This is an optimization exercise on Yosys and OpenROAD, whose aim is small area, a short achievable clock period and few clock cycles per item, not a production implementation.
In this exercise RTL edits were held to simulation tests only and were not proved equivalent to the original.

==> inputs of 03-05 <==
Design aes_dp, start of the top module:
module aes_dp (
  input  wire         clk,
  input  wire         rst,         
  input  wire         in_valid,
  output wire         in_ready,
  input  wire [1:0]   in_op,       
  input  wire         in_key256,   
  input  wire [255:0] in_key,
  input  wire [127:0] in_data,
  output reg          out_valid,
  output wire [127:0] out_data
);
clock: 12.0 ns
lec_check: 0
cap_margin: 20
core_margin: 2
core_utilization: 50
place_density: 0.6
slew_margin: 20
standard.sh (not shown) runs the stock make flow with config.mk's settings and CLKGATE_MAP_FILE= SYNTH_SCRIPT=/design/flow/synth_recipe.tcl, a recipe that flattens the netlist after the stock synthesis.
==> flow/flow/run.sh <==
#!/bin/bash
# The standard layout (the standard.sh: standard synthesis, floorplan,
# placement, CTS, routing) with repair_timing asked to keep a larger setup
# margin, so that it sizes and buffers the longest paths further.
set -euo pipefail
bash standard.sh SETUP_SLACK_MARGIN=7.5 finish > standard.log 2>&1
==> 06-15: changes against 03-05 <==
--- a/flow/design.v
+++ b/flow/design.v
@@ -198,13 +198,12 @@
   endfunction
   function integer isr_src(input integer p);
     isr_src = (p % 4) + 4 * (((p / 4) - (p % 4) + 4) % 4);
   endfunction
   reg [127:0] ra, rout;      
   reg [191:0] rb;            
-  reg [127:0] ka;            
   reg [255:0] ks, kw;
   reg [47:0]  kmid;          
   reg         grp;           
   reg [4:0]   gcnt;          
   reg         gdec;          
   reg         g256;          
@@ -221,21 +220,22 @@
   reg         kdir_ld;       
   reg         kx_load, ks_swap;
   reg         k1_go, k1_ks, k1_fwd, k1_cv;
   reg [9:0]   k1_p;          
   reg         k2_go, k2_fwd, k2_cv;
   reg [7:0]   k2_rcon;
-  reg         a_act, a_park, a_dec, a_first, a_last;
+  reg         a_act, a_park, a_dec, a_first, a_last, a_kks, a_kkw;
   wire        k1_rot  = k1_p[9];
   wire        k1_tinx = k1_p[8];
   reg         b_dec, b_fin;
   reg         rdy;
   assign in_ready = rdy;
   assign out_data = rout;
   genvar g;
   wire [127:0] mc = {mix_col(ra[127:96]), mix_col(ra[95:64]), mix_col(ra[63:32]), mix_col(ra[31:0])};
+  wire [127:0] ka = ({128{a_kks}} & ks[255:128]) | ({128{a_kkw}} & kw[255:128]);
   wire [127:0] xa = (a_first ? ra : mc) ^ ka;
   wire [127:0] te, td;
   wire [191:0] rb_d;
   generate
     for (g = 0; g < 16; g = g + 1) begin : g_sa
       aes_sb_in u_in (.x(xa[127-8*g -: 8]), .te(te[127-8*g -: 8]), .td(td[127-8*g -: 8]));
@@ -391,20 +391,17 @@
       k1_go_n = cv_k1; k1_ks_n = 1'b1; k1_fwd_n = cv_fwd; k1_cv_n = cv_k1;
       k1_p_n  = kparm(khs_s, cv_fwd, k256);
     end
     last_n = g256_n ? 5'd28 : 5'd20;
     rdy_n  = !pk_n && !pr_n;
   end
-  wire [127:0] ks_h_s = (ks_swap || k2_ks) ? ks[127:0] : ks[255:128];
-  wire [127:0] kw_h_s = kx_load ? ks[255:128] : (k2_kw ? kB : kA);
   wire         ka_ks  = !g_mid_n;
   wire         ka_0   = gdec && (gcnt_c != 5'd1);
   always @(posedge clk) begin
     rb   <= rb_d;
     ra   <= (rdy && !to_rout) ? in_data : (xfer ? rout : v);
-    ka   <= a_park_n ? 128'h0 : (ka_ks ? ks_h_s : (ka_0 ? 128'h0 : kw_h_s));
     if (rdy && to_rout)  rout <= in_data;
     else if (!pr || xfer) rout <= y ^ kb;
     kmid <= kmid_d;
     if (kx_load)    kw <= ks;
     else if (k2_kw) kw <= {kB, k_n};
     if (acc_key)      ks <= in_key;
@@ -419,12 +416,13 @@
       khs <= 4'd1; ksf <= 1'b1; k256 <= 1'b0; kdir_ld <= 1'b0;
       gkh <= 4'd0; kw256 <= 1'b0;
       kx_load <= 1'b0; ks_swap <= 1'b0;
       k1_go <= 1'b0; k1_ks <= 1'b0; k1_fwd <= 1'b0; k1_cv <= 1'b0; k1_p <= 10'd0;
       k2_go <= 1'b0; k2_cv <= 1'b0;
       a_act <= 1'b0; a_park <= 1'b0; a_dec <= 1'b0; a_first <= 1'b0; a_last <= 1'b0;
+      a_kks <= 1'b0; a_kkw <= 1'b0;
       b_dec <= 1'b0; b_fin <= 1'b0;
       rdy <= 1'b1;
       out_valid <= 1'b0;
     end else begin
       grp <= grp_n; gcnt <= gcnt_n; gdec <= gdec_n; g256 <= g256_n; s1 <= s1_n;
       pk <= pk_n; pk_dec <= pk_dec_n; pk_ra <= pk_ra_n; pk_ev <= pk_ev_n;
@@ -441,12 +439,14 @@
       kx_load <= kx_load_n; ks_swap <= ks_swap_n;
       k1_go <= k1_go_n; k1_ks <= k1_ks_n; k1_fwd <= k1_fwd_n; k1_cv <= k1_cv_n && !acc_key;
       k1_p <= k1_p_n;
       k2_go <= k1_go && !(k1_cv && acc_key); k2_cv <= k1_cv;
       a_act <= a_act_n; a_park <= a_park_n; a_dec <= a_dec_n;
       a_first <= !g_mid_n || (gcnt_c == 5'd1) || a_park_n; a_last <= a_last_n;
+      a_kks <= !a_park_n && ka_ks;
+      a_kkw <= !a_park_n && !ka_ks && !ka_0;
       b_dec <= a_dec && !a_park; b_fin <= a_act && a_last;
       rdy <= rdy_n;
       out_valid <= b_fin;
     end
   end
 endmodule
==> flow/flow/run.sh (replaced) <==
#!/bin/bash
# The standard layout (the standard.sh: standard synthesis, floorplan,
# placement, CTS, routing) with two changes to how it is made:
# - repair_timing is asked to keep a larger setup margin, so that it sizes
#   and buffers the longest paths further;
# - the buffer that every input and output port gets is a buf_1 rather than
#   the cell buffer_ports picks by default (a delay buffer).
set -euo pipefail
bash standard.sh SETUP_SLACK_MARGIN=7.3 "BUFFER_PORTS_ARGS=-buffer_cell sky130_fd_sc_hd__buf_1" finish > standard.log 2>&1
- CORE_UTILIZATION: 50 -> 55
- CTS_CLUSTER_DIAMETER: not set -> 80
- CTS_CLUSTER_SIZE: not set -> 30
- PLACE_DENSITY: 0.6 -> 0.65
- SLEW_MARGIN: 20 -> 40
==> comparison <==
Critical path depth: 06-15 is lower than 03-05 (1). Against 06-15, the utilization of 03-05 is lower by 3.0 points. Via count: 06-15 is lower than 03-05 (10%). Between 06-15 and 03-05, the lower register-to-register slack is in 06-15 (gap 0.31 ns). Of 03-05 and 06-15, 03-05 has the higher worst setup slack (gap 0.31 ns). Cell count: 06-15 is smaller than 03-05 (11%).
Testbench counts of 03-05, summed over its fixed seeds: cycles 22,591, blocks 1,732.
Testbench counts of 06-15, summed over its fixed seeds: cycles 22,591, blocks 1,732.

-- static timing again, ports no longer ideal --
No port has a modelled driver above. Below, the same layouts with a new extraction and two added sets of constraints. Step 1, drivers: a clkbuf_16 drives clk and a buf_2 each remaining input, both assumed. Step 2 adds t to the input delays and takes it off the output delays; t is the mean of the earliest and latest rising clock arrival at the registers after step 1. Input paths then give back, and output paths get back, about the clock's delay inside the block. a / b / c = ideal / step 1 / step 2; a / b = the first two.
run | t, ns | setup WS [ns] | worst setup path after step 2 | worst slew at a driven data input, ns | pins driven straight from the clock port
03-05 | 0.917 | 7.502 / 7.409 / 6.721 | input to register | 0.24 | 1
06-15 | 0.876 | 7.191 / 7.191 / 6.670 | input to register | 0.24 | 1
After both steps every run listed still meets setup and hold. The setup slack of 03-05, which loses most, moves by -0.093 ns with the drivers and by -0.781 ns with both steps.
